What follows belongs to an exercise in optimizing a design on an open flow for small area, a short achievable clock period and few clock cycles; a production flow would make more cautious choices. RTL that was checked went through simulation tests only; none was proved equivalent to the original. For runs 4 to 6, only the layout was checked, not whether the RTL still works. No activity file was given, so power comes from the tool's default toggle rates.

<file path="design/flow/run.sh">
#!/bin/bash
# synth_recipe.tcl (not shown) runs the flow's synth.tcl, then flattens the netlist and writes it again
# the make line also repeats each setting of config.mk as NAME=value (left out here)
make -C /OpenROAD-flow-scripts/flow DESIGN_CONFIG=/design/flow/config.mk WORK_HOME=/design/flow/orfs CLKGATE_MAP_FILE= SYNTH_SCRIPT=/design/flow/synth_recipe.tcl finish
</file>
<file path="design/flow/config.mk">
export PLATFORM = sky130hd
export DESIGN_NAME = kn4_mx_pack
export DESIGN_NICKNAME = kn4_mx_pack
export VERILOG_FILES = /design/flow/design.v
export SDC_FILE = /design/flow/constraint.sdc
export NUM_CORES = 4
export LEC_CHECK = 0
export ABC_CLOCK_PERIOD_IN_PS = 3500
export CAP_MARGIN = 20
export CORE_MARGIN = 2
export CORE_UTILIZATION = 40
export PLACE_DENSITY = 0.6
export SLEW_MARGIN = 20
</file>
<file path="design/flow/constraint.sdc">
create_clock -name core_clock -period 15.0 [get_ports {clk}]
set_input_delay 3.0000 -clock core_clock [delete_from_list [all_inputs] [get_ports {clk}]]
set_output_delay 3.0000 -clock core_clock [all_outputs]
set_load 0.01 [all_outputs]
</file>
<file path="design/flow/design.v">
module mx_quant (
    input  wire [14:0] it,
    input  wire [1:0]  fmt,     
    input  wire [2:0]  rnd,     
    input  wire        spec,    
    output wire [7:0]  elem,
    output wire        uf,
    output wire        nx
);
    localparam [2:0] RNE = 3'd0, RTZ = 3'd1, RU = 3'd2, RD = 3'd3, RNA = 3'd4;
    function round_up;
        input [2:0] mode;
        input       neg, lsb, g, s;
        begin
            case (mode)
                RNE:     round_up = g & (s | lsb);
                RU:      round_up = ~neg & (g | s);
                RD:      round_up = neg & (g | s);
                RNA:     round_up = g;
                default: round_up = 1'b0;
            endcase
        end
    endfunction
    wire       sgn  = it[14];
    wire       zero = it[13];
    wire [4:0] eb   = it[12:8];
    wire [2:0] sh   = it[7:5];
    wire [3:0] f    = it[4:1];
    wire       st   = it[0];
    wire fb3 = (fmt == 2'd0) | (fmt == 2'd3);    
    wire [9:0] p = {1'b1, f, 5'b0} >> sh;
    wire [3:0] kept = fb3 ? p[9:6] : {1'b0, p[9:7]};
    wire       g    = fb3 ? p[5] : p[6];
    wire       s    = (fb3 ? (|p[4:0]) : (|p[5:0])) | st;
    wire [7:0] code = fb3 ? ({eb, 3'b000} + {4'd0, kept}) : ({1'b0, eb, 2'b00} + {4'd0, kept});
    wire       up   = round_up(rnd, sgn, kept[0], g, s);
    wire [7:0] rsum = code + {7'd0, up};
    reg [6:0] maxc;
    always @* begin
        case (fmt)
            2'd0:    maxc = 7'h7E;
            2'd1:    maxc = 7'h7B;
            default: maxc = 7'h1F;
        endcase
    end
    wire       ovf  = (rsum > {1'b0, maxc});
    wire [6:0] mag  = ovf ? maxc : rsum[6:0];
    wire       inexact = g | s;
    wire allones = fb3 ? (&f[3:1]) : (&f[3:2]);
    wire g_full  = fb3 ? f[0] : f[1];
    wire s_full  = fb3 ? st : (f[0] | st);
    wire reach   = (sh == 3'd1) & allones & round_up(rnd, sgn, 1'b1, g_full, s_full);
    wire tiny    = (sh != 3'd0) & ~reach;
    wire [6:0] magz = zero ? 7'd0 : mag;
    assign elem = spec ? 8'd0 : (fmt[1] ? {2'b00, sgn, magz[4:0]} : {sgn, magz});
    assign nx   = ~spec & ~zero & (inexact | ovf);
    assign uf   = ~spec & ~zero & inexact & tiny;
endmodule
module kn4_mx_pack (
    input  wire         clk,
    input  wire         rst,           
    input  wire         in_valid,
    output wire         in_ready,
    input  wire [31:0]  in_data,       
    input  wire [1:0]   in_fmt,        
    input  wire [2:0]   in_rnd,        
    output reg          out_valid,
    input  wire         out_ready,
    output reg  [7:0]   out_scale,     
    output reg  [255:0] out_elem,      
    output reg  [3:0]   out_flags      
);
    reg        ir_v;                   
    reg [5:0]  occ;                    
    reg [4:0]  n;                      
    reg [5:0]  r;                      
    reg        f_v, b_v;               
    reg [4:0]  wc;                     
    wire pop  = (r != 6'd0) & ~b_v;
    wire load = ir_v & (~occ[5] | pop);
    assign in_ready = ~ir_v | ~occ[5] | pop;
    reg [31:0] ir_d;
    reg [1:0]  ir_fmt;
    reg [2:0]  ir_rnd;
    always @(posedge clk) begin
        if (in_ready) begin
            ir_d   <= in_data;
            ir_fmt <= in_fmt;
            ir_rnd <= in_rnd;
        end
    end
    wire        sgn   = ir_d[31];
    wire [7:0]  ex    = ir_d[30:23];
    wire [22:0] fr    = ir_d[22:0];
    wire        ex_z  = (ex == 8'd0);
    wire        ex_f  = (&ex);
    wire        fr_nz = (fr != 23'd0);
    wire        is_nan  = ex_f & fr_nz;
    wire        is_inf  = ex_f & ~fr_nz;
    wire        is_zero = ex_z & ~fr_nz;
    wire        z16 = ~(|fr[22:7]);
    wire [22:0] nb  = z16 ? {fr[6:0], 16'd0} : fr;
    wire        k1  = ~z16 & (|fr[2:0]);
    wire        z8  = ~(|nb[22:15]);
    wire [22:3] nc  = z8 ? {nb[14:3], 8'd0} : nb[22:3];
    wire        k2  = |nc[10:3];
    wire        z4  = ~(|nc[22:19]);
    wire [22:11] nd = z4 ? {nc[18:11], 4'd0} : nc[22:11];
    wire        k3  = |nd[14:11];
    wire        z2  = ~(|nd[22:21]);
    wire [22:15] ne = z2 ? {nd[20:15], 2'd0} : nd[22:15];
    wire        k4  = |ne[16:15];
    wire        z1  = ~ne[22];
    wire [22:17] ng = z1 ? {ne[21:17], 1'b0} : ne[22:17];
    wire        k5  = ng[17];
    wire [4:0]  lz  = {z16, z8, z4, z2, z1};
    wire [8:0]  c_ex = is_zero ? 9'd0 :
                       ex_z    ? {4'd0, 5'd23 - lz} :
                                 ({1'b0, ex} + 9'd23);
    wire [3:0]  c_f  = ex_z ? ng[21:18] : fr[22:19];
    wire        c_st = ex_z ? (k1 | k2 | k3 | k4 | k5) : (|fr[18:0]);
    wire [14:0] cin  = {sgn, c_ex, c_f, c_st};
    reg [1:0] fb_fmt;
    reg [2:0] fb_rnd;
    reg [7:0] fb_mx;                   
    reg       fb_spec, fb_nv;
    function [3:0] emax_of;
        input [1:0] fm;
        case (fm)
            2'd0:    emax_of = 4'd8;
            2'd1:    emax_of = 4'd15;
            2'd2:    emax_of = 4'd4;
            default: emax_of = 4'd2;
        endcase
    endfunction
    function [4:0] cf_of;
        input [1:0] fm;
        case (fm)
            2'd0:    cf_of = 5'd15;
            2'd1:    cf_of = 5'd30;
            2'd2:    cf_of = 5'd7;
            default: cf_of = 5'd3;
        endcase
    endfunction
    function [3:0] bias_of;
        input [1:0] fm;
        case (fm)
            2'd0:    bias_of = 4'd7;
            2'd1:    bias_of = 4'd15;
            2'd2:    bias_of = 4'd3;
            default: bias_of = 4'd1;
        endcase
    endfunction
    wire       first   = (n == 5'd0);
    wire [1:0] fmt_c   = first ? ir_fmt : fb_fmt;
    wire [2:0] rnd_c   = first ? ir_rnd : fb_rnd;
    wire [7:0] mx_prev = first ? {4'd0, emax_of(ir_fmt)} : fb_mx;
    wire [7:0] mx_c    = (ex > mx_prev) ? ex : mx_prev;
    wire       spec_c  = (~first & fb_spec) | ex_f;
    wire       nv_c    = (~first & fb_nv) | is_inf | (is_nan & ~fr[22]);
    wire       trans   = load & (n == 5'd31);
    always @(posedge clk) begin
        if (load) begin
            fb_fmt  <= fmt_c;
            fb_rnd  <= rnd_c;
            fb_mx   <= mx_c;
            fb_spec <= spec_c;
            fb_nv   <= nv_c;
        end
    end
    reg signed [9:0] hd_kn;            
    reg [1:0]  hd_fmt;
    reg [2:0]  hd_rnd;
    reg        hd_spec, hd_nv;
    always @(posedge clk) begin
        if (trans) begin
            hd_kn   <= $signed({5'd0, cf_of(fmt_c)}) - 10'sd24 - $signed({2'd0, mx_c});
            hd_fmt  <= fmt_c;
            hd_rnd  <= rnd_c;
            hd_spec <= spec_c;
            hd_nv   <= nv_c;
        end
    end
    wire [14:0] stg [0:31];
    genvar gi;
    generate
        for (gi = 0; gi < 32; gi = gi + 1) begin : g_fifo
            reg  [14:0] q;
            wire en = (load & (gi <= n)) | (pop & (gi + r >= 32));
            always @(posedge clk) begin
                if (en) q <= (gi == 0) ? cin : stg[(gi == 0) ? 0 : gi - 1];
            end
            assign stg[gi] = q;
        end
    endgenerate
    wire [14:0] hv   = stg[31];
    wire        h_z  = (hv[13:5] == 9'd0);
    wire signed [9:0] t = $signed({1'b0, hv[13:5]}) + hd_kn;    
    wire        h_nm = ~t[9];
    wire [9:0]  nt   = -t;
    wire [2:0]  h_sh = h_nm ? 3'd0 : ((nt > 10'd5) ? 3'd5 : nt[2:0]);
    wire [4:0]  h_eb = h_nm ? t[4:0] : 5'd0;
    wire [14:0] item = {hv[14], h_z, h_eb, h_sh, hv[4:0]};
    reg [1:0] op_fmt;
    reg [2:0] op_rnd;
    reg       op_spec, op_nv;
    reg [7:0] op_scale;
    wire [9:0] sc_w = {6'd0, bias_of(hd_fmt)} - 10'd24 - hd_kn;
    always @(posedge clk) begin
        if (pop && r == 6'd32) begin
            op_fmt   <= hd_fmt;
            op_rnd   <= hd_rnd;
            op_spec  <= hd_spec;
            op_nv    <= hd_nv;
            op_scale <= hd_spec ? 8'hFF : sc_w[7:0];
        end
    end
    reg [14:0] fq, bq;
    wire wr = f_v & (~out_valid | out_ready);
    always @(posedge clk) begin
        if (~f_v | wr)
            fq <= b_v ? bq : item;
        else if (pop)
            bq <= item;
    end
    wire [7:0] q_elem;
    wire       q_uf, q_nx;
    mx_quant u_q (
        .it(fq), .fmt(op_fmt), .rnd(op_rnd), .spec(op_spec),
        .elem(q_elem), .uf(q_uf), .nx(q_nx)
    );
    always @(posedge clk) begin
        if (wr) begin
            out_elem <= {q_elem, out_elem[255:8]};
            if (wc == 5'd0) begin
                out_scale <= op_scale;
                out_flags <= {op_nv, 1'b0, q_uf, q_nx};
            end else begin
                out_flags[1:0] <= out_flags[1:0] | {q_uf, q_nx};
            end
        end
    end
    always @(posedge clk) begin
        if (rst) begin
            ir_v      <= 1'b0;
            occ       <= 6'd0;
            n         <= 5'd0;
            r         <= 6'd0;
            f_v       <= 1'b0;
            b_v       <= 1'b0;
            wc        <= 5'd0;
            out_valid <= 1'b0;
        end else begin
            if (in_ready)
                ir_v <= in_valid;
            occ <= occ + {5'd0, load} - {5'd0, pop};
            n   <= n + {4'd0, load};
            r   <= trans ? 6'd32 : (r - {5'd0, pop});
            if (~f_v | wr) begin
                f_v <= b_v | pop;
                b_v <= 1'b0;
            end else if (pop) begin
                b_v <= 1'b1;
            end
            if (wr)
                wc <= wc + 5'd1;
            if (wr && wc == 5'd31)
                out_valid <= 1'b1;
            else if (out_ready)
                out_valid <= 1'b0;
        end
    end
endmodule
</file>
==> results of run 1 <==
-- cells in the mapped netlist, types with 24 or more instances --
| library cell | number | area share (%) |
|---|---|---|
| clkbuf_1 | 34 | 0.41 |
| inv_1 | 70 | 0.83 |
| o21ai_0 | 45 | 0.72 |
| dfxtp_1 | 26 | 1.7 |
| a21oi_1 | 64 | 1.0 |
| xnor2_1 | 28 | 0.78 |
| nand2_1 | 78 | 0.93 |
| ha_1 | 63 | 2.5 |
| nor2_1 | 78 | 0.93 |
| nor3_1 | 24 | 0.38 |
| edfxtp_1 | 861 | 82 |
-- cells by family after synthesis --
group                    after synthesis  share of synthesized area [%]
AO/OA/AOI/OAI                        234                           4.83
XOR/XNOR                              48                           1.34
multiplexers                          33                           1.11
AND/OR/NAND/NOR                      300                           4.72
other                                  1                         0.0119
buffers and inverters                114                           1.43
flip-flops                           887                           83.8
adder cells (fa/ha/maj)               67                           2.76
-- power by group through the flow --
stage	Clock (mW)	Combinational, mW	Sequential (mW)
2_1_floorplan	0	0.886	4.39
3_3_place_gp	0	1.89	4.34
3_5_place_dp	0	1.93	4.37
4_1_cts	2.24	1.93	4.33
5_1_grt	2.34	2.07	4.40
6_report	2.18	1.91	4.31
-- registers in the layout, summed over array words and instances, names as in the netlist, 6 cells and up --
| signal | cells |
|---|---|
| fq | 15 |
| g_fifo.q | 480 |
| fb_mx | 8 |
| out_elem | 256 |
| ir_d | 32 |
| op_scale | 8 |
| occ | 6 |
| hd_kn | 10 |
| bq | 15 |
| r | 6 |
| out_scale | 8 |
-- metal layers --
layer	global-route usage, %	up-vias	share of wire [%]
li1	-	7276	-
met1	19.9	7935	43
met2	25.4	463	50
met3	2.94	101	5.1
met4	5.05	0	2.7
met5	0	-	0
-- cell usage in the layout (no fill, tap or decap), drive strengths merged, types with 39 or more instances in the layout --
master,instances
nor2,78
a21oi,66
nand2,78
o21ai,48
ha,63
clkinv,39
inv,76
clkbuf,103
edfxtp,861
clkdlybuf4s50,309
-- final timing paths --
kind	startpoint	to	slack [ns]	depth (start not counted)
worst max-delay path	r[2]	in_ready	8.83	6
worst min-delay path	g_fifo[2].q[11]	g_fifo[3].q[11]	0.40	0
worst max register to register	n[1]	hd_kn[8]	9.71	21
worst min register to register	g_fifo[2].q[11]	g_fifo[3].q[11]	0.40	0
-- stage by stage --
stage	hold WS, ns	power (mW)	util [%]
2_1_floorplan	0.400	5.27	-
3_3_place_gp	0.400	6.23	46.3
3_5_place_dp	0.405	6.29	46.3
4_1_cts	0.400	8.51	50.1
5_1_grt	0.417	8.82	50.1
6_report	0.402	8.40	50.1
-- area by class of cell --
type | instances | area (sq um) | area share [%]
Sequential cell | 887 | 26400 | 67.8
Multi-Input combinational cell | 683 | 4680 | 12.0
Timing Repair Buffer | 344 | 3360 | 8.63
Clock buffer | 103 | 2320 | 5.97
Tap cell | 1040 | 1300 | 3.34
Clock inverter | 61 | 599 | 1.54
Inverter | 70 | 270 | 0.695
-- worst max-delay path: stages, from the launching register on --
cell,delay [ns]
dfxtp_1,0.71
nor3_1,0.13
nand2_1,0.12
nand2_1,0.31
nand3_2,0.18
buf_4,0.44
clkdlybuf4s50_1,0.64
==> flow_summary.json, run 1 <==
{
  "outcome": "complete, no violations",
  "port_buffers": 309,
  "routed_wl_um": 62100,
  "seq_area_frac_synth_pct": 83.8,
  "hold_class": "flop to flop",
  "htreeDepth": 3,
  "worstPathRequired_ns": 12.00,
  "row_count": 102,
  "drt_iter0_markers": 1219,
  "syn_inst": 1684,
  "fin_cells": 3188,
  "rsz0062_at_grt": "false",
  "critPathLaunchType": "flop",
  "cts.clk_slew.worst_paths_ns": 0.06,
  "postCtsHoldBufs": 0,
  "dp.final_hpwl_um": 44100,
  "worstSetupEndpointType": "primary output",
  "swShare_pct": 29.0,
  "grt_pass1_vias": 15800,
  "max_freq_mhz": 162,
  "layout.nets": 2183,
  "yosysWarningCount": 2,
  "gp_congestion": 0.873,
  "antenna_found_initial": 0,
  "firstDrtPassIters": 5,
  "cts_max_path_buffers": 3,
  "drt.antenna.violating_nets": 0,
  "cts_setup_buffers": 0,
  "synth_nets": 1792,
  "cts_buffers": 89,
  "ys_async_sr_fraction_pct": 0,
  "syn_area_sq_um": 31500,
  "p_leak_nw": 13.3,
  "wl_per_cell_um": 19.5,
  "nFillCells": 6339,
  "critPathKind": "flop to primary output",
  "switchingPower_mw": 2.43,
  "fp.coreArea_sq_um": 77700,
  "synth_edf_count": 861,
  "grt_max_degree": 114,
  "p_clk_share_pct": 25.9,
  "setup_tns_ns": 0,
  "avgSynthCellArea_sq_um": 18.7,
  "intPower_mw": 5.97,
  "start_util_pct": 40.5,
  "antenna_cells": 0,
  "placed_area_sq_um": 36000,
  "power_density_nw_per_um2": 216,
  "viasPerCell": 4.95,
  "ir_worst_vdd_v": 0.000102,
  "period_minus_slack_ns": 6.17,
  "grt_pass1_wl_um": 94200,
  "worst_ep_arrival_time_ns": 3.17,
  "tightest_slew_ns": 1.07,
  "track_usage_pct": 15.2,
  "dieArea_sq_um": 80900,
  "finalSetupViolations": 0,
  "hold_viol_final": 0,
  "comb_power_share_pct": 22.7,
  "cts_sinks": 887,
  "maxCapViolations": 0,
  "dp_cells": 3024,
  "ios": 311,
  "cts_tree": "done",
  "drive_gt1_share_pct": 9.59,
  "die_h_um": 284,
  "slew_viol_final": 0,
  "synth_cell_types": 73,
  "drc": 0,
  "finClkSkew_ns": 0.0475,
  "period_share_pct": 41.1,
  "pre_cts_slack_ns": 8.38,
  "fin_area_sq_um": 38900,
  "cts_resized": 0,
  "areaGrowthSynthToFinish_pct": 23.6,
  "clock_latency_ns": 0.64,
  "dr_total_vias": 15800,
  "ys_seq_elements": 887,
  "root_buffer": "clkbuf_16",
  "gr-total-overflow": 0,
  "seq_power_share_pct": 51.3,
  "setup_ws_ns": 8.83,
  "synth_ff_type": "edfxtp_1",
  "crit_fanout": 39,
  "die_w_um": 284,
  "slew_headroom_pct": 28.5
}
Testbench counts, summed over its fixed seeds: cycles 12,568.
==> run 2, diff against run 1 <==
--- a/design/flow/config.mk
+++ b/design/flow/config.mk
@@ -5,7 +5,6 @@
 export SDC_FILE = /design/flow/constraint.sdc
 export NUM_CORES = 4
 export LEC_CHECK = 0
-export ABC_CLOCK_PERIOD_IN_PS = 3500
 export CAP_MARGIN = 20
 export CORE_MARGIN = 2
 export CORE_UTILIZATION = 40
==> run 2 against run 1 <==
  * Die area stayed put
  * Cell area stayed put
  * Synthesized area stayed put
  * Critical endpoint unchanged
  * Largest cell class unchanged
  * Largest power group unchanged
  * Highest routed layer unchanged
==> flow_summary.json, run 2 <==
{
  "outcome": "complete, no violations",
  "top_register": "g_fifo.q",
  "start_util_pct": 40.5,
  "cts_resized": 0,
  "synth.most_common_cell": "edfxtp_1",
  "antenna_cells": 0,
  "syn_area_sq_um": 31500,
  "p_clk_share_pct": 25.9,
  "slew_headroom_pct": 28.5,
  "reg2reg_slack_ns": 9.71,
  "reg_top3": "g_fifo.q (480), out_elem (256), ir_d (32)",
  "fin_area_sq_um": 38900,
  "synthXorXnorAreaFrac_pct": 1.34,
  "comb_power_share_pct": 22.7,
  "wl_per_cell_um": 19.5,
  "layout.nets": 2183,
  "setup_tns_ns": 0,
  "grt_pass1_wl_um": 94200,
  "gp_congestion": 0.873,
  "crit_top_cell": "nand2_1",
  "port_buffers": 309,
  "die_w_um": 284,
  "yosysWarningCount": 2,
  "cpMaxStageDelayCell": "dfxtp_1",
  "clock_latency_ns": 0.64,
  "slew_viol_final": 0,
  "pre_cts_slack_ns": 8.38,
  "finalSetupViolations": 0,
  "synth_cell_types": 73,
  "drt.antenna.violating_nets": 0,
  "max_freq_mhz": 162,
  "p_leak_nw": 13.3,
  "drt_iter0_markers": 1219,
  "min_path_cells": 0,
  "fp.coreArea_sq_um": 77700,
  "intPower_mw": 5.97,
  "synth_compound_area_share_pct": 4.83,
  "syn_inst": 1684,
  "cts_max_path_buffers": 3,
  "ios": 311,
  "largest_reg_flops": 480,
  "hold_class": "flop to flop",
  "die_h_um": 284,
  "min_from": "g_fifo[2].q[11]",
  "cts_tree": "done",
  "seq_power_share_pct": 51.3,
  "firstDrtPassIters": 5,
  "synth_top_family_by_area": "compound AO/OA/AOI/OAI gates",
  "synth_adder_area_share_pct": 2.76,
  "synth_nets": 1792,
  "critPathKind": "flop to primary output",
  "viasPerCell": 4.95,
  "critPathLaunchType": "flop",
  "power_density_nw_per_um2": 216,
  "dp.final_hpwl_um": 44100,
  "ir_worst_vdd_v": 0.000102,
  "drc": 0,
  "synthTopCellsByCount": "861 x edfxtp_1, 78 x nand2_1, 78 x nor2_1",
  "period_minus_slack_ns": 6.17,
  "tightest_slew_ns": 1.07,
  "cts_sinks": 887,
  "cts.clk_slew.worst_paths_ns": 0.06,
  "worst_ep_arrival_time_ns": 3.17,
  "r2r_end": "hd_kn[8]",
  "dieArea_sq_um": 80900,
  "seq_area_frac_synth_pct": 83.8,
  "cts_buffers": 89,
  "grt_pass1_vias": 15800,
  "worstReg2RegStart": "n[1]",
  "swShare_pct": 29.0,
  "hold_viol_final": 0,
  "placed_area_sq_um": 36000,
  "reg2reg_depth": 21,
  "ys_async_sr_fraction_pct": 0,
  "row_count": 102,
  "antenna_found_initial": 0,
  "grt_max_degree": 114,
  "synthTopCellsByArea": "edfxtp_1 82%, ha_1 2.5%, dfxtp_1 1.7%, a21oi_1 1.0%, nand2_1 0.93%",
  "routed_wl_um": 62100,
  "cp_cell_sequence": "nor3_1 > nand2_1 > nand2_1 > nand3_2 > buf_4 > clkdlybuf4s50_1",
  "synth_top_area_share_pct": 82.2,
  "worstSetupEndpointType": "primary output",
  "htreeDepth": 3,
  "hold_end": "g_fifo[3].q[11]",
  "root_buffer": "clkbuf_16",
  "avgSynthCellArea_sq_um": 18.7,
  "final_cell_mix": "861 x edfxtp_1, 309 x clkdlybuf4s50_1, 91 x clkbuf_16",
  "setup_ws_ns": 8.83,
  "cpPeakStageDelay_ns": 0.71,
  "worstPathRequired_ns": 12.00,
  "postCtsHoldBufs": 0,
  "switchingPower_mw": 2.43,
  "crit_fanout": 39,
  "synth_ff_type": "edfxtp_1",
  "drive_gt1_share_pct": 9.59,
  "rsz0062_at_grt": "false",
  "synth_edf_count": 861,
  "ys_seq_elements": 887,
  "dr_total_vias": 15800,
  "finClkSkew_ns": 0.0475,
  "yosysTopAreaCell": "edfxtp_1",
  "track_usage_pct": 15.2,
  "cts_setup_buffers": 0,
  "areaGrowthSynthToFinish_pct": 23.6,
  "period_share_pct": 41.1,
  "maxCapViolations": 0,
  "gr-total-overflow": 0,
  "mostFrequentLayoutCell": "edfxtp_1",
  "post_synth_mux_area_share_pct": 1.11,
  "synth-simple-area-share_pct": 4.72
}
run 2: cell counts after synthesis:
Identical to the previous run, type by type.
run 2: metal layers:
layer	wire (um)	track usage (%)	vias to the layer above
met1	26500	19.9	7935
met4	1680	5.05	0
met3	3140	2.94	101
met2	30700	25.4	463
met5	0	0	-
li1	-	-	7276
run 2: power groups by stage:
stage               combinational (mW)  sequential, mW  clock (mW)
floorplan                        0.886            4.39           0
global placement                  1.89            4.34           0
detailed placement                1.93            4.37           0
CTS                               1.93            4.33        2.24
global route                      2.07            4.40        2.34
finish                            1.91            4.31        2.18
run 2: kinds of logic after synthesis:
| family | Yosys count |
|---|---|
| other | 1 |
| buffers and inverters | 114 |
| multiplexers | 33 |
| adder cells (fa/ha/maj) | 67 |
| AND/OR/NAND/NOR | 300 |
| XOR/XNOR | 48 |
| flip-flops | 887 |
| AO/OA/AOI/OAI | 234 |
run 2: through the flow:
stage | hold slack (ns) | utilization, % | std cells | total power [mW]
2_1_floorplan | 0.400 | - | 1684 | 5.27
3_3_place_gp | 0.400 | 46.3 | 3024 | 6.23
3_5_place_dp | 0.405 | 46.3 | 3024 | 6.29
4_1_cts | 0.400 | 50.1 | 3188 | 8.51
5_1_grt | 0.417 | 50.1 | 3188 | 8.82
6_report | 0.402 | 50.1 | 3188 | 8.40
run 2: how the worst max path moves through the flow:
stage	startpoint	end	slack, ns	depth (start not counted)
2_1_floorplan	out_ready	wc[3]	5.81	6
3_3_place_gp	out_ready	out_elem[139]	8.46	6
3_5_place_dp	out_ready	out_elem[128]	8.38	6
4_1_cts	r[2]	in_ready	8.79	6
5_1_grt	r[2]	in_ready	8.60	6
6_report	r[2]	in_ready	8.83	6
run 2: area by class of cell:
class,instances,area (sq um)
multi-input combinational,683,4680
timing repair buffer,344,3360
sequential,887,26400
tap,1040,1300
clock inverter,61,599
fill,6339,38800
inverter,70,270
clock buffer,103,2320
run 2: worst max-delay path, delay by kind of cell, from the launching register on:
| kind | cells | cell delay (ns) |
|---|---|---|
| and+or+nand+nor | 4 | 0.74 |
| DFF | 1 | 0.71 |
| buffers and inverters | 2 | 1.08 |
==> run 3, diff against run 2 <==
==> design/flow/flow/run.sh (new file) <==
#!/bin/bash
# Own layout flow: the standard synthesis unchanged, then the standard ORFS
# layout with plain buffers on the ports and timing repair aimed below the
# clock period (SETUP_SLACK_MARGIN) so that the achieved period shrinks.
set -euo pipefail
MARGIN=${MARGIN:-10.5}
bash standard.sh synth > synth.log 2>&1
bash standard.sh "BUFFER_PORTS_ARGS=-buffer_cell sky130_fd_sc_hd__buf_1" \
    "SETUP_SLACK_MARGIN=$MARGIN" finish > layout.log 2>&1
==> design/flow/standard.sh (new file) <==
#!/bin/bash
# synth_recipe.tcl (not shown) runs the flow's synth.tcl, then flattens the netlist and writes it again
# the make line also repeats each setting of config.mk as NAME=value (left out here)
make -C /OpenROAD-flow-scripts/flow DESIGN_CONFIG=/design/flow/config.mk WORK_HOME=/design/flow/orfs CLKGATE_MAP_FILE= SYNTH_SCRIPT=/design/flow/synth_recipe.tcl "${@:-finish}"
removed: design/flow/run.sh
==> run 3 against run 2 <==
  * Largest power group unchanged
  * Cell area decreased by 3.8%
  * Die area unchanged
  * Clock power decreased by 3%
  * Critical endpoint unchanged
  * Via count increased by 1.8%
==> flow_summary.json, run 3 <==
{
  "areaGrowthSynthToFinish_pct": 18.9,
  "switchingPower_mw": 2.44,
  "ios": 311,
  "hold_viol_final": 0,
  "synthTopCellsByCount": "861 x edfxtp_1, 78 x nand2_1, 78 x nor2_1",
  "reg_top3": "g_fifo.q (480), out_elem (256), ir_d (32)",
  "dp.final_hpwl_um": 41900,
  "firstDrtPassIters": 5,
  "ys_async_sr_fraction_pct": 0,
  "gr-total-overflow": 0,
  "fin_cells": 3220,
  "row_count": 102,
  "grt_pass1_wl_um": 91400,
  "hold_class": "flop to flop",
  "mostFrequentLayoutCell": "edfxtp_1",
  "p_clk_share_pct": 26.1,
  "routed_wl_um": 61100,
  "finClkSkew_ns": 0.0393,
  "die_w_um": 284,
  "top_register": "g_fifo.q",
  "start_util_pct": 40.5,
  "synth.most_common_cell": "edfxtp_1",
  "worst_ep_arrival_time_ns": 1.65,
  "cts_buffers": 87,
  "port_buffers": 309,
  "drc": 0,
  "power_density_nw_per_um2": 217,
  "seq_power_share_pct": 53.0,
  "synth_cell_types": 73,
  "layout.nets": 2219,
  "syn_area_sq_um": 31500,
  "track_usage_pct": 14.6,
  "antenna_cells": 0,
  "htreeDepth": 3,
  "ys_seq_elements": 887,
  "finalSetupViolations": 0,
  "yosysWarningCount": 2,
  "ir_worst_vdd_v": 0.000118,
  "largest_reg_flops": 480,
  "yosysTopAreaCell": "edfxtp_1",
  "drive_gt1_share_pct": 12.3,
  "worstSetupEndpointType": "primary output",
  "worstPathRequired_ns": 12.00,
  "setup_ws_ns": 10.35,
  "slew_headroom_pct": 30.7,
  "period_share_pct": 31.0,
  "wl_per_cell_um": 19.0,
  "grt_pass1_vias": 15600,
  "cts.clk_slew.worst_paths_ns": 0.06,
  "gp_congestion": 0.899,
  "final_cell_mix": "861 x edfxtp_1, 308 x buf_1, 89 x clkbuf_16",
  "viasPerCell": 4.99,
  "antenna_found_initial": 1,
  "drt_iter0_markers": 1254,
  "synth_top_area_share_pct": 82.2,
  "whs_ns": 0.395,
  "synthTopCellsByArea": "edfxtp_1 82%, ha_1 2.5%, dfxtp_1 1.7%, a21oi_1 1.0%, nand2_1 0.93%",
  "dieArea_sq_um": 80900,
  "intPower_mw": 5.69,
  "synth_nets": 1792,
  "tightest_slew_ns": 1.04,
  "fp.coreArea_sq_um": 77700,
  "root_buffer": "clkbuf_16",
  "crit_fanout": 12,
  "synth_edf_count": 861,
  "pre_cts_slack_ns": 9.48,
  "critPathKind": "flop to primary output",
  "cts_tree": "done",
  "postCtsHoldBufs": 0,
  "synth_ff_type": "edfxtp_1",
  "period_minus_slack_ns": 4.65,
  "setup_tns_ns": 0,
  "drt.antenna.violating_nets": 0,
  "dr_total_vias": 16100,
  "clock_latency_ns": 0.64,
  "cts_sinks": 887,
  "seq_area_frac_synth_pct": 83.8,
  "cts_max_path_buffers": 3,
  "critPathLaunchType": "flop",
  "die_h_um": 284,
  "maxCapViolations": 0,
  "rsz0062_at_grt": "true",
  "swShare_pct": 30.0,
  "comb_power_share_pct": 20.9,
  "p_leak_nw": 12.7,
  "nFillCells": 6446,
  "dp_cells": 3024,
  "avgSynthCellArea_sq_um": 18.7,
  "syn_inst": 1684,
  "slew_viol_final": 0,
  "max_freq_mhz": 215,
  "grt_max_degree": 217,
  "outcome": "complete, no violations"
}
run 3: cell types whose count changed in the layout (fill, tap and decap cells not counted), moves of 5 or more:
cell             before  now
clkbuf_1             12   19
buf_4                35   63
buf_1                 0  308
dfxtp_1              26   17
dfxtp_4               0    5
clkdlybuf4s50_1     309    0
run 3: power groups by stage:
stage	Sequential [mW]	Clock (mW)	Combinational, mW
finish	4.32	2.12	1.70
CTS	4.34	2.19	1.64
global placement	4.34	0	1.57
floorplan	4.37	0	0.893
global route	4.39	2.29	1.86
detailed placement	4.38	0	1.60
run 3: path summary, 6_finish.rpt:
check	from	endpoint	slack, ns	cells past startpoint
worst max register to register	op_fmt[1]	out_elem[253]	10.65	17
worst min register to register	g_fifo[30].q[6]	g_fifo[31].q[6]	0.40	0
worst max-delay path	r[1]	in_ready	10.35	5
worst min-delay path	g_fifo[30].q[6]	g_fifo[31].q[6]	0.40	0
run 3: cell families after synthesis:
family          Yosys count  share of synthesized area (%)
other cells               1                         0.0119
mux                      33                           1.11
xor+xnor                 48                           1.34
simple gates            300                           4.72
fa+ha+maj                67                           2.76
buf+inv                 114                           1.43
flops                   887                           83.8
compound gates          234                           4.83
run 3: cell type report:
class / count / area [sq um] / area share (%)
inverters: 70 / 270 / 0.722
multi-input cells: 685 / 4860 / 13.0
repair buffers: 379 / 1780 / 4.74
flip-flops and latches: 887 / 26400 / 70.5
repair inverters: 1 / 5.00 / 0.0134
clock buffers: 106 / 2250 / 6.01
well taps: 1040 / 1300 / 3.48
clock inverters: 52 / 563 / 1.50
run 3: critical path, stage by stage (launching register included):
cell	delay (ns)
dfxtp_2	0.38
nor3_2	0.19
nand2_2	0.09
nand2_4	0.11
nand3_4	0.11
buf_6	0.16
run 3: per-layer routing:
layer | vias up | global-route usage, % | wire (um)
li1 | 7350 | - | -
met1 | 8029 | 19.1 | 25800
met2 | 557 | 24.2 | 30000
met3 | 122 | 3.08 | 3630
met4 | 0 | 5.09 | 1680
met5 | - | 0 | 0
run 3: repair_timing:
| item | in CTS | in global routing |
|---|---|---|
| gates cloned | 3 | 2 |
| pin swaps | 5 | 10 |
| resized for setup | 21 | 38 |
| endpoints found under the setup margin | 243 | 28 |
| setup buffers | 7 | 25 |
run 3: stage by stage:
step / total power, mW / util (%) / area [sq um]
finish: 8.14 / 48.2 / 37400
global route: 8.54 / 48.2 / 37400
CTS: 8.17 / 47.7 / 37100
detailed placement: 5.98 / 43.9 / 34100
global placement: 5.91 / 43.9 / 34100
floorplan: 5.26 / - / 31500
==> run 4, diff against run 3 <==
--- a/design/flow/design.v
+++ b/design/flow/design.v
@@ -76,9 +76,10 @@
     reg [5:0]  r;                      
     reg        f_v, b_v;               
     reg [4:0]  wc;                     
+    reg        rdy;                    
     wire pop  = (r != 6'd0) & ~b_v;
     wire load = ir_v & (~occ[5] | pop);
-    assign in_ready = ~ir_v | ~occ[5] | pop;
+    assign in_ready = rdy;
     reg [31:0] ir_d;
     reg [1:0]  ir_fmt;
     reg [2:0]  ir_rnd;
@@ -240,6 +241,10 @@
             end
         end
     end
+    wire       ir_v_n = in_ready ? in_valid : ir_v;
+    wire [5:0] occ_n  = occ + {5'd0, load} - {5'd0, pop};
+    wire [5:0] r_n    = trans ? 6'd32 : (r - {5'd0, pop});
+    wire       b_v_n  = (~f_v | wr) ? 1'b0 : (pop | b_v);
     always @(posedge clk) begin
         if (rst) begin
             ir_v      <= 1'b0;
@@ -250,18 +255,16 @@
             b_v       <= 1'b0;
             wc        <= 5'd0;
             out_valid <= 1'b0;
+            rdy       <= 1'b1;
         end else begin
-            if (in_ready)
-                ir_v <= in_valid;
-            occ <= occ + {5'd0, load} - {5'd0, pop};
-            n   <= n + {4'd0, load};
-            r   <= trans ? 6'd32 : (r - {5'd0, pop});
-            if (~f_v | wr) begin
+            ir_v <= ir_v_n;
+            occ  <= occ_n;
+            n    <= n + {4'd0, load};
+            r    <= r_n;
+            b_v  <= b_v_n;
+            rdy  <= ~ir_v_n | ~occ_n[5] | ((r_n != 6'd0) & ~b_v_n);
+            if (~f_v | wr)
                 f_v <= b_v | pop;
-                b_v <= 1'b0;
-            end else if (pop) begin
-                b_v <= 1'b1;
-            end
             if (wr)
                 wc <= wc + 5'd1;
             if (wr && wc == 5'd31)
==> run 4 against run 3 <==
  * Largest power group unchanged
  * Critical endpoint is now out_elem[253]
  * Sequential cell count up 1
  * Utilization down 0.21 points
  * Wire length down 0.44%
  * Critical path type is now flop to flop
==> flow_summary.json, run 4 <==
{
  "clock_latency_ns": 0.65,
  "cts.clk_slew.worst_paths_ns": 0.06,
  "ys_seq_elements": 888,
  "maxCapViolations": 0,
  "seq_area_frac_synth_pct": 83.5,
  "period_share_pct": 29.7,
  "setup_tns_ns": 0,
  "cp_cell_sequence": "or2_4 > or3_1 > o31ai_2 > o2111ai_2 > or3_1 > a21oi_2 > nor2_1 > ha_2 > ha_4 > xor2_2 > ha_1 > a31oi_1 > or4_1 > o21ai_1 > o21ai_2 > nand2_2 > buf_6 > a21o_1 > o31ai_2",
  "antenna_cells": 0,
  "firstDrtPassIters": 5,
  "drc": 0,
  "avgSynthCellArea_sq_um": 18.6,
  "synth_ff_type": "edfxtp_1",
  "pre_cts_slack_ns": 9.11,
  "yosysTopAreaCell": "edfxtp_1",
  "synth_top_area_share_pct": 81.8,
  "cts_tree": "done",
  "worst_ep_arrival_time_ns": 4.85,
  "crit_family": "simple AND/OR/NAND/NOR gates",
  "synth_cell_types": 73,
  "routed_wl_um": 60800,
  "top_register": "g_fifo.q",
  "worstSetupEndpointType": "flop",
  "synthTopCellsByArea": "edfxtp_1 82%, ha_1 2.5%, dfxtp_1 1.7%, nand2_1 1.1%, nor2_1 1.0%",
  "layout.nets": 2233,
  "gr-total-overflow": 0,
  "rsz0062_at_grt": "true",
  "postCtsHoldBufs": 0,
  "dr_total_vias": 16100,
  "grt_pass1_vias": 15600,
  "slew_viol_final": 0,
  "nFillCells": 6630,
  "drt.antenna.violating_nets": 0,
  "critPathKind": "flop to flop",
  "multi_input_area_sq_um": 5030,
  "outcome": "complete, no violations",
  "drive_gt1_share_pct": 12.6,
  "power_density_nw_per_um2": 221,
  "die_h_um": 285,
  "finalSetupViolations": 0,
  "ios": 311,
  "gp_congestion": 0.896,
  "reg_top3": "g_fifo.q (480), out_elem (256), ir_d (32)",
  "areaGrowthSynthToFinish_pct": 19.3,
  "total_power_mw": 8.33,
  "finalCoreUtilization_pct": 47.9,
  "wl_met1_um": 26300,
  "wl_met2_um": 29600,
  "p_leak_nw": 12.8,
  "syn_area_sq_um": 31600,
  "crit_fanout": 5,
  "slew_headroom_pct": 45.5,
  "mostFrequentLayoutCell": "edfxtp_1",
  "syn_inst": 1702,
  "row_count": 103,
  "grt_max_degree": 97,
  "start_util_pct": 40.2,
  "hold_viol_final": 0,
  "final_cell_mix": "861 x edfxtp_1, 309 x buf_1, 90 x nand2_1, 90 x clkbuf_16, 82 x nor2_1",
  "period_minus_slack_ns": 4.45,
  "htreeDepth": 3,
  "track_usage_pct": 14.6,
  "synth.most_common_cell": "edfxtp_1",
  "setup_ws_ns": 10.55,
  "dieArea_sq_um": 81300,
  "antenna_found_initial": 0,
  "cpPeakStageDelay_ns": 0.49,
  "cts_sinks": 888,
  "grt_pass1_wl_um": 92300,
  "die_w_um": 285,
  "wl_per_cell_um": 18.7,
  "ir_worst_vdd_v": 0.000102,
  "top_layer_used": "met4",
  "hold_class": "flop to flop",
  "max_freq_mhz": 225,
  "wl_met3_um": 3480,
  "worstPathRequired_ns": 15.40,
  "root_buffer": "clkbuf_16",
  "cts_buffers": 89,
  "fp.coreArea_sq_um": 78600,
  "finClkSkew_ns": 0.0427,
  "synth_edf_count": 861,
  "cpMaxStageDelayCell": "or4_1",
  "ys_async_sr_fraction_pct": 0,
  "drt_iter0_markers": 1085,
  "cp_num_buf_inv": 1,
  "largest_reg_flops": 480,
  "seqCellArea_sq_um": 26400,
  "port_buffers": 309,
  "yosysWarningCount": 2,
  "tightest_slew_ns": 0.809,
  "viasPerCell": 4.94,
  "critPathLaunchType": "flop",
  "dp.final_hpwl_um": 42500,
  "synth_nets": 1810,
  "synthTopCellsByCount": "861 x edfxtp_1, 95 x nand2_1, 86 x nor2_1",
  "cts_max_path_buffers": 3
}
==> run 4: cell count changes after synthesis, sizes merged, moves of 8 or more <==
cell / delta
nor2: +9
and2: +8
nand2: +17
nand2b: +8
or2: +8
a21oi: -15
inv: -11
==> run 4: path summary, 6_finish.rpt <==
kind / from / end / slack (ns) / depth (start not counted)
min: hd_rnd[0] / op_rnd[0] / 0.38 / 0
max: fq[4] / out_elem[253] / 10.55 / 19
min reg2reg: hd_rnd[0] / op_rnd[0] / 0.38 / 0
max reg2reg: fq[4] / out_elem[253] / 10.55 / 19
==> run 4: routing by layer <==
metal,up-vias,track usage [%]
met3,100,2.93
met5,-,0
met2,478,23.9
li1,7418,-
met4,0,4.54
met1,8065,19.7
==> run 4: report_power, final <==
part / internal, mW / switching [mW] / leakage [nW]
logic: 0.526 / 1.19 / 2.90
clock network: 1.34 / 0.914 / 1.47
registers: 4.00 / 0.365 / 8.44
total: 5.86 / 2.47 / 12.8
==> run 4: repair_timing <==
item                                    CTS  global route
cloned                                    0             1
pin swaps                                 4            18
buffers inserted                         11            15
endpoints found under the setup margin  179           190
resized for setup                        27            31
endpoints found under the hold margin     0             0
==> run 4: cell families (layout without fill, tap and decap cells) <==
kind of cell,after synthesis,count (layout),share of synthesized area (%)
xor+xnor,49,49,1.36
mux,29,29,0.986
fa+ha+maj,67,67,2.75
compound gates,217,217,4.59
simple gates,351,351,5.59
other cells,1,1,0.0119
flops,888,888,83.5
buf+inv,100,597,1.20
==> run 4: stage by stage <==
stage	instance area (sq um)	cells	hold WS, ns
global placement	34200	3057	0.400
detailed placement	34200	3057	0.405
finish	37700	3249	0.383
floorplan	31600	1702	0.400
CTS	37500	3233	0.385
global route	37700	3249	0.407
==> run 4: final cells by class <==
type | instances | share of cell area, %
clock buffers | 114 | 6.27
clock inverters | 51 | 1.81
inverters | 60 | 0.621
multi-input cells | 714 | 13.4
flip-flops and latches | 888 | 70.0
well taps | 1050 | 3.49
repair buffers | 372 | 4.42
==> run 4: worst register-to-register path: stages (launching register included) <==
cell       delay [ns]
edfxtp_1         0.42
or2_4            0.27
or3_1            0.32
o31ai_2          0.26
o2111ai_2        0.18
or3_1            0.41
a21oi_2          0.12
nor2_1           0.06
ha_2             0.22
ha_4             0.18
xor2_2           0.18
ha_1             0.33
a31oi_1          0.08
or4_1            0.49
o21ai_1          0.17
o21ai_2          0.08
nand2_2          0.11
buf_6            0.14
a21o_1           0.13
o31ai_2          0.05
==> run 5, diff against run 4 <==
--- a/design/flow/config.mk
+++ b/design/flow/config.mk
@@ -8,5 +8,7 @@
 export CAP_MARGIN = 20
 export CORE_MARGIN = 2
 export CORE_UTILIZATION = 40
+export CTS_BUF_LIST = sky130_fd_sc_hd__clkbuf_4 sky130_fd_sc_hd__clkbuf_8
+export CTS_CLUSTER_SIZE = 20
 export PLACE_DENSITY = 0.6
 export SLEW_MARGIN = 20
==> run 5 against run 4 <==
  * Clock skew grew 0.010 ns
  * Cell area fell by 0.69%
  * Register-to-register slack lost 0.02 ns
  * Combinational power about the same
  * Critical path depth is the same
  * Cell count up 2.6%
  * Utilization fell by 0.33 points
  * Still clean on timing, DRC and antenna
  * Clock power fell by 12%
  * Clock-buffer cell count rose by 74
==> flow_summary.json, run 5 <==
{
  "row_count": 103,
  "start_util_pct": 40.2,
  "drive_gt1_share_pct": 16.4,
  "antenna_found_initial": 1,
  "reg_top3": "g_fifo.q (480), out_elem (256), ir_d (32)",
  "cts_tree": "done",
  "maxCapViolations": 0,
  "hold_class": "flop to flop",
  "dr_total_vias": 16300,
  "clock_latency_ns": 0.79,
  "reg2reg_depth": 19,
  "cts.clk_slew.worst_paths_ns": 0.06,
  "hold_end": "g_fifo[30].q[8]",
  "cp_num_buf_inv": 1,
  "cts_buffers": 143,
  "yosysWarningCount": 2,
  "wl_met1_um": 26600,
  "slew_viol_final": 0,
  "synth_top_area_share_pct": 81.8,
  "crit_fanout": 5,
  "rsz0062_at_grt": "true",
  "htreeDepth": 4,
  "grt_pass1_vias": 16000,
  "synth_nets": 1810,
  "layout.nets": 2291,
  "worstSetupEndpointType": "flop",
  "areaGrowthSynthToFinish_pct": 18.4,
  "synth.most_common_cell": "edfxtp_1",
  "period_minus_slack_ns": 4.46,
  "critPathKind": "flop to flop",
  "mostFrequentLayoutCell": "edfxtp_1",
  "cts_max_path_buffers": 3,
  "top_register": "g_fifo.q",
  "seq_area_frac_synth_pct": 83.5,
  "die_h_um": 285,
  "firstDrtPassIters": 5,
  "die_w_um": 285,
  "reg2reg_slack_ns": 10.54,
  "avgSynthCellArea_sq_um": 18.6,
  "final_cell_mix": "861 x edfxtp_1, 305 x buf_1, 144 x clkbuf_8",
  "root_buffer": "clkbuf_8",
  "gp_congestion": 0.896,
  "p_leak_nw": 12.8,
  "routed_wl_um": 61400,
  "outcome": "complete, no violations",
  "worstPathRequired_ns": 15.51,
  "viasPerCell": 4.90,
  "total_power_mw": 8.07,
  "critPathLaunchType": "flop",
  "ys_async_sr_fraction_pct": 0,
  "top_layer_used": "met4",
  "drt_iter0_markers": 1187,
  "ios": 311,
  "cpPeakStageDelay_ns": 0.49,
  "synth_edf_count": 861,
  "min_from": "g_fifo[29].q[8]",
  "syn_area_sq_um": 31600,
  "pre_cts_slack_ns": 9.11,
  "min_path_cells": 0,
  "track_usage_pct": 14.8,
  "synth_ff_type": "edfxtp_1",
  "slew_headroom_pct": 43.9,
  "dieArea_sq_um": 81300,
  "cp_cell_sequence": "or2_4 > or3_1 > o31ai_2 > o2111ai_2 > or3_1 > a21oi_2 > nor2_1 > ha_2 > ha_4 > xor2_2 > ha_1 > a31oi_1 > or4_1 > o21ai_1 > o21ai_2 > nand2_2 > buf_6 > a21o_1 > o31ai_2",
  "setup_ws_ns": 10.54,
  "finClkSkew_ns": 0.0530,
  "power_density_nw_per_um2": 215,
  "drt.antenna.violating_nets": 0,
  "grt_max_degree": 97,
  "fp.coreArea_sq_um": 78600,
  "r2r_end": "out_elem[253]",
  "wl_met2_um": 29900,
  "finalSetupViolations": 0,
  "wl_per_cell_um": 18.4,
  "cpMaxStageDelayCell": "or4_1",
  "worst_ep_arrival_time_ns": 4.98,
  "gr-total-overflow": 0,
  "synthTopCellsByCount": "861 x edfxtp_1, 95 x nand2_1, 86 x nor2_1",
  "max_freq_mhz": 224,
  "hold_viol_final": 0,
  "cts_sinks": 888,
  "synthTopCellsByArea": "edfxtp_1 82%, ha_1 2.5%, dfxtp_1 1.7%, nand2_1 1.1%, nor2_1 1.0%",
  "synth_cell_types": 73,
  "largest_reg_flops": 480,
  "setup_tns_ns": 0,
  "drc": 0,
  "period_share_pct": 29.8,
  "wl_met3_um": 3740,
  "yosysTopAreaCell": "edfxtp_1",
  "grt_pass1_wl_um": 92700,
  "syn_inst": 1702,
  "dp.final_hpwl_um": 42500,
  "worstReg2RegStart": "fq[4]",
  "tightest_slew_ns": 0.833,
  "ys_seq_elements": 888,
  "crit_family": "simple AND/OR/NAND/NOR gates",
  "port_buffers": 309,
  "ir_worst_vdd_v": 0.000108
}
==> run 5: metrics by stage <==
step	cells	utilization [%]	hold slack, ns	cell area [sq um]
2_1_floorplan	1702	-	0.400	31600
3_3_place_gp	3057	43.6	0.400	34200
3_5_place_dp	3057	43.6	0.405	34200
4_1_cts	3317	47.3	0.389	37200
5_1_grt	3334	47.6	0.391	37400
6_report	3334	47.6	0.389	37400
==> run 5: logic make-up after synthesis <==
kind of cell	after synthesis	synth area share (%)
adder cells (fa/ha/maj)	67	2.75
buffers and inverters	100	1.20
AO/OA/AOI/OAI	217	4.59
other	1	0.0119
XOR/XNOR	49	1.36
multiplexers	29	0.986
AND/OR/NAND/NOR	351	5.59
flip-flops	888	83.5
==> run 5: what timing repair did <==
action / CTS / global route
setup endpoints to repair: 186 / 160
gates cloned: 0 / 1
pin swaps: 4 / 18
hold buffers: 0 / 0
endpoints found under the hold margin: 0 / 0
gates resized for setup: 24 / 37
setup buffers: 15 / 15
==> run 5: how the worst max path moves through the flow <==
| stage | startpoint | to | cells past startpoint |
|---|---|---|---|
| floorplan | out_ready | out_elem[0] | 3 |
| global placement | out_ready | out_elem[10] | 6 |
| detailed placement | out_ready | out_elem[18] | 6 |
| CTS | out_elem[103] | out_elem[103] | 1 |
| global route | fq[4] | out_elem[253] | 19 |
| finish | fq[4] | out_elem[253] | 19 |
==> run 5: worst reg2reg max path: cells and delay by family (launching register included) <==
kind,cells,cell delay [ns]
XOR/XNOR,1,0.18
flip-flops,1,0.43
AO/OA/AOI/OAI,8,1.08
AND/OR/NAND/NOR,6,1.65
adder cells (fa/ha/maj),3,0.73
buffers and inverters,1,0.13
==> run 5: metal layers <==
metal  GRT usage (%)  vias up
met4            5.09        0
li1                -     7539
met2            23.9      528
met1            19.5     8186
met5               0        -
met3            3.85       81
==> run 5: where the power goes <==
group | leakage, nW | switching, mW | internal [mW]
Sequential | 8.44 | 0.356 | 4.00
Combinational | 2.92 | 1.19 | 0.529
Clock | 1.46 | 0.932 | 1.06
==> run 5: layout make-up <==
cell class / count / area (sq um)
repair buffers: 376 / 1690
clock buffers: 188 / 2310
clock inverters: 57 / 444
inverters: 60 / 234
fillers: 6739 / 41200
well taps: 1050 / 1310
multi-input cells: 714 / 5030
flip-flops and latches: 888 / 26400
diodes: 1 / 2.50
==> run 6, diff against run 5 <==
==> design/flow/flow/run.sh (replaced) <==
#!/bin/bash
# Own layout flow: the standard synthesis unchanged, then the standard ORFS
# layout with plain buffers on the ports and timing repair aimed below the
# clock period (SETUP_SLACK_MARGIN) so that the achieved period shrinks.
set -euo pipefail
MARGIN=${MARGIN:-11.3}
bash standard.sh synth > synth.log 2>&1
bash standard.sh "BUFFER_PORTS_ARGS=-buffer_cell sky130_fd_sc_hd__buf_1" \
    "SETUP_SLACK_MARGIN=$MARGIN" finish > layout.log 2>&1
--- a/design/flow/config.mk
+++ b/design/flow/config.mk
@@ -8,7 +8,6 @@
 export CAP_MARGIN = 20
 export CORE_MARGIN = 2
 export CORE_UTILIZATION = 40
-export CTS_BUF_LIST = sky130_fd_sc_hd__clkbuf_4 sky130_fd_sc_hd__clkbuf_8
-export CTS_CLUSTER_SIZE = 20
+export CTS_CLUSTER_SIZE = 30
 export PLACE_DENSITY = 0.6
 export SLEW_MARGIN = 20
==> run 6 against run 5 <==
  * First-iteration DRC count is 19% higher
  * Largest power group unchanged
  * Non-clock buffer count up 269
  * Clock skew increased by 0.0029 ns
  * Highest routed layer unchanged
==> flow_summary.json, run 6 <==
{
  "intPower_mw": 6.17,
  "drive_gt1_share_pct": 34.3,
  "cts_sinks": 888,
  "top_layer_used": "met4",
  "firstDrtPassIters": 6,
  "whs_ns": 0.407,
  "comb_power_share_pct": 26.2,
  "dp.final_hpwl_um": 42500,
  "synth-simple-area-share_pct": 5.59,
  "top_register": "g_fifo.q",
  "root_buffer": "clkbuf_16",
  "clock_latency_ns": 0.65,
  "ys_seq_elements": 888,
  "die_w_um": 285,
  "synth_cell_types": 73,
  "wl_met1_um": 27200,
  "slew_viol_final": 0,
  "outcome": "complete, no violations",
  "dieArea_sq_um": 81300,
  "reg_top3": "g_fifo.q (480), out_elem (256), ir_d (32)",
  "gr-total-overflow": 0,
  "synth_nets": 1810,
  "maxCapViolations": 0,
  "antenna_cells": 0,
  "slew_headroom_pct": 47.1,
  "seqCellArea_sq_um": 26400,
  "power_density_nw_per_um2": 216,
  "setup_tns_ns": 0,
  "synthXorXnorAreaFrac_pct": 1.36,
  "ys_async_sr_fraction_pct": 0,
  "final_cell_mix": "861 x edfxtp_1, 317 x buf_4, 102 x clkbuf_2",
  "rsz0062_at_grt": "true",
  "worstPathRequired_ns": 15.39,
  "cts_max_path_buffers": 3,
  "synth_edf_count": 861,
  "port_buffers": 309,
  "fp.coreArea_sq_um": 78600,
  "routed_wl_um": 66600,
  "synth_ff_type": "edfxtp_1",
  "wl_per_cell_um": 18.9,
  "swShare_pct": 29.7,
  "synth_top_family_by_area": "simple AND/OR/NAND/NOR gates",
  "hold_viol_final": 0,
  "die_h_um": 285,
  "finalSetupViolations": 0,
  "gp_congestion": 0.863,
  "synth_compound_area_share_pct": 4.59,
  "seq_area_frac_synth_pct": 83.5,
  "avgSynthCellArea_sq_um": 18.6,
  "seq_power_share_pct": 49.8,
  "synthTopCellsByArea": "edfxtp_1 82%, ha_1 2.5%, dfxtp_1 1.7%, nand2_1 1.1%, nor2_1 1.0%",
  "drc": 0,
  "cts.clk_slew.worst_paths_ns": 0.06,
  "synth_adder_area_share_pct": 2.75,
  "syn_area_sq_um": 31600,
  "wl_met3_um": 3940,
  "yosysWarningCount": 2,
  "finClkSkew_ns": 0.0559,
  "row_count": 103,
  "worst_ep_arrival_time_ns": 4.77,
  "antenna_found_initial": 0,
  "hold_class": "flop to flop",
  "cts_tree": "done",
  "drt_iter0_markers": 1410,
  "grt_max_degree": 109,
  "largest_reg_flops": 480,
  "max_freq_mhz": 228,
  "grt_pass1_wl_um": 96500,
  "ios": 311,
  "period_minus_slack_ns": 4.38,
  "viasPerCell": 4.95,
  "worstSetupEndpointType": "flop",
  "nFillCells": 6236,
  "p_leak_nw": 15.0,
  "cts_buffers": 88,
  "grt_pass1_vias": 16800,
  "drt.antenna.violating_nets": 0,
  "layout.nets": 2508,
  "ir_worst_vdd_v": 0.000112,
  "multi_input_area_sq_um": 5340,
  "wl_met2_um": 33600,
  "dr_total_vias": 17400,
  "track_usage_pct": 15.4,
  "critPathLaunchType": "flop",
  "switchingPower_mw": 2.61,
  "areaGrowthSynthToFinish_pct": 28.7,
  "synth.most_common_cell": "edfxtp_1",
  "postCtsHoldBufs": 0,
  "htreeDepth": 3,
  "post_synth_mux_area_share_pct": 0.986,
  "critPathKind": "flop to flop",
  "tightest_slew_ns": 0.785,
  "synth_top_area_share_pct": 81.8,
  "crit_fanout": 6,
  "mostFrequentLayoutCell": "edfxtp_1",
  "period_share_pct": 29.2,
  "start_util_pct": 40.2,
  "yosysTopAreaCell": "edfxtp_1",
  "syn_inst": 1702,
  "p_clk_share_pct": 24.0,
  "synthTopCellsByCount": "861 x edfxtp_1, 95 x nand2_1, 86 x nor2_1"
}
## run 6: area by class of cell
type / count / share of cell area (%)
sequential: 888 / 64.9
multi-input combinational: 714 / 13.1
timing repair buffer: 645 / 11.2
clock buffer: 112 / 5.74
tap: 1050 / 3.23
clock inverter: 47 / 1.17
inverter: 60 / 0.575
timing repair inverter: 3 / 0.0492
## run 6: final timing paths
kind         slack (ns)  cells after the start             start                to
max               10.62                     20             fq[5]      out_flags[0]
min                0.41                      0  g_fifo[10].q[12]  g_fifo[11].q[12]
max reg2reg       10.62                     20             fq[5]      out_flags[0]
min reg2reg        0.41                      0  g_fifo[10].q[12]  g_fifo[11].q[12]
## run 6: power by group through the flow
stage | registers, mW | logic (mW) | clock network (mW)
2_1_floorplan | 4.42 | 0.946 | 0
3_3_place_gp | 4.39 | 1.63 | 0
3_5_place_dp | 4.42 | 1.67 | 0
4_1_cts | 4.36 | 2.05 | 2.16
5_1_grt | 4.45 | 2.48 | 2.27
6_report | 4.37 | 2.30 | 2.11
## run 6: per-layer routing
metal,global-route usage (%),up-vias
li1,-,7980
met3,3.13,106
met1,19.8,8746
met2,26.1,597
met4,5.03,0
met5,0,-
## run 6: logic make-up after synthesis
family	Yosys count
buffers and inverters	100
multiplexers	29
flip-flops	888
AO/OA/AOI/OAI	217
adder cells (fa/ha/maj)	67
XOR/XNOR	49
other	1
AND/OR/NAND/NOR	351
## run 6: through the flow
| stage | instances | setup slack (ns) | util [%] | cell area [sq um] | power (mW) |
|---|---|---|---|---|---|
| floorplan | 1702 | 7.48 | - | 31800 | 5.36 |
| global placement | 3053 | 9.76 | 43.7 | 34400 | 6.02 |
| detailed placement | 3053 | 9.68 | 43.7 | 34400 | 6.09 |
| CTS | 3401 | 10.66 | 50.0 | 39300 | 8.57 |
| global route | 3519 | 10.43 | 51.7 | 40700 | 9.20 |
| finish | 3519 | 10.62 | 51.7 | 40700 | 8.78 |
## run 6: repair_timing
action | CTS | global route
pin swaps | 18 | 22
buffers inserted | 184 | 115
endpoints found under the setup margin | 834 | 678
gates resized for setup | 266 | 179
hold endpoints to repair | 0 | 0
cloned | 5 | 3
## run 6: critical path, cell delays in order (launching register included)
cell       delay [ns]
edfxtp_1         0.45
or2_4            0.28
or3_1            0.34
o31ai_2          0.23
o2111ai_2        0.17
or3_1            0.34
a21oi_2          0.12
nor2_1           0.06
ha_2             0.22
ha_4             0.17
and3_4           0.16
nand2_4          0.07
xnor2_2          0.07
ha_1             0.33
nand2_2          0.07
nor3_2           0.12
nand4_1          0.12
o21ai_2          0.20
nand2_2          0.14
buf_6            0.18
a221o_1          0.30

==> static timing again, ports no longer ideal <==
The results above use ideal ports. As a check the final layouts listed here were re-extracted and re-timed, cells and wires unchanged. Step 1 (the two cells are an assumption about what drives the block):
set clk [get_ports {clk}]
set_driving_cell -lib_cell sky130_fd_sc_hd__clkbuf_16 $clk
set_driving_cell -lib_cell sky130_fd_sc_hd__buf_2 [delete_from_list [all_inputs] $clk]
Step 2 adds t to the input delays and takes it off the output delays; t is the mean of the earliest and latest rising clock arrival at the registers after step 1. Input paths then give back, and output paths get back, about the clock's delay inside the block. a / b / c = ideal / step 1 / step 2; a / b = the first two.
| run | shift t [ns] | slack for setup (ns) | worst register clock-pin slew, ns |
|---|---|---|---|
| run 1 | 0.676 | 8.835 / 8.774 / 8.416 | 0.07 / 0.07 |
| run 2 | 0.676 | 8.835 / 8.774 / 8.416 | 0.07 / 0.07 |
| run 3 | 0.681 | 10.348 / 10.285 / 10.096 | 0.07 / 0.07 |
| run 4 | 0.690 | 10.552 / 10.552 / 9.981 | 0.06 / 0.06 |
| run 5 | 0.816 | 10.536 / 10.507 / 9.859 | 0.07 / 0.07 |
| run 6 | 0.679 | 10.620 / 10.620 / 10.620 | 0.07 / 0.07 |
After both steps every run listed still meets setup and hold. For run 5, which loses most, drivers alone change the setup slack by -0.029 ns; drivers and shift together by -0.677 ns.
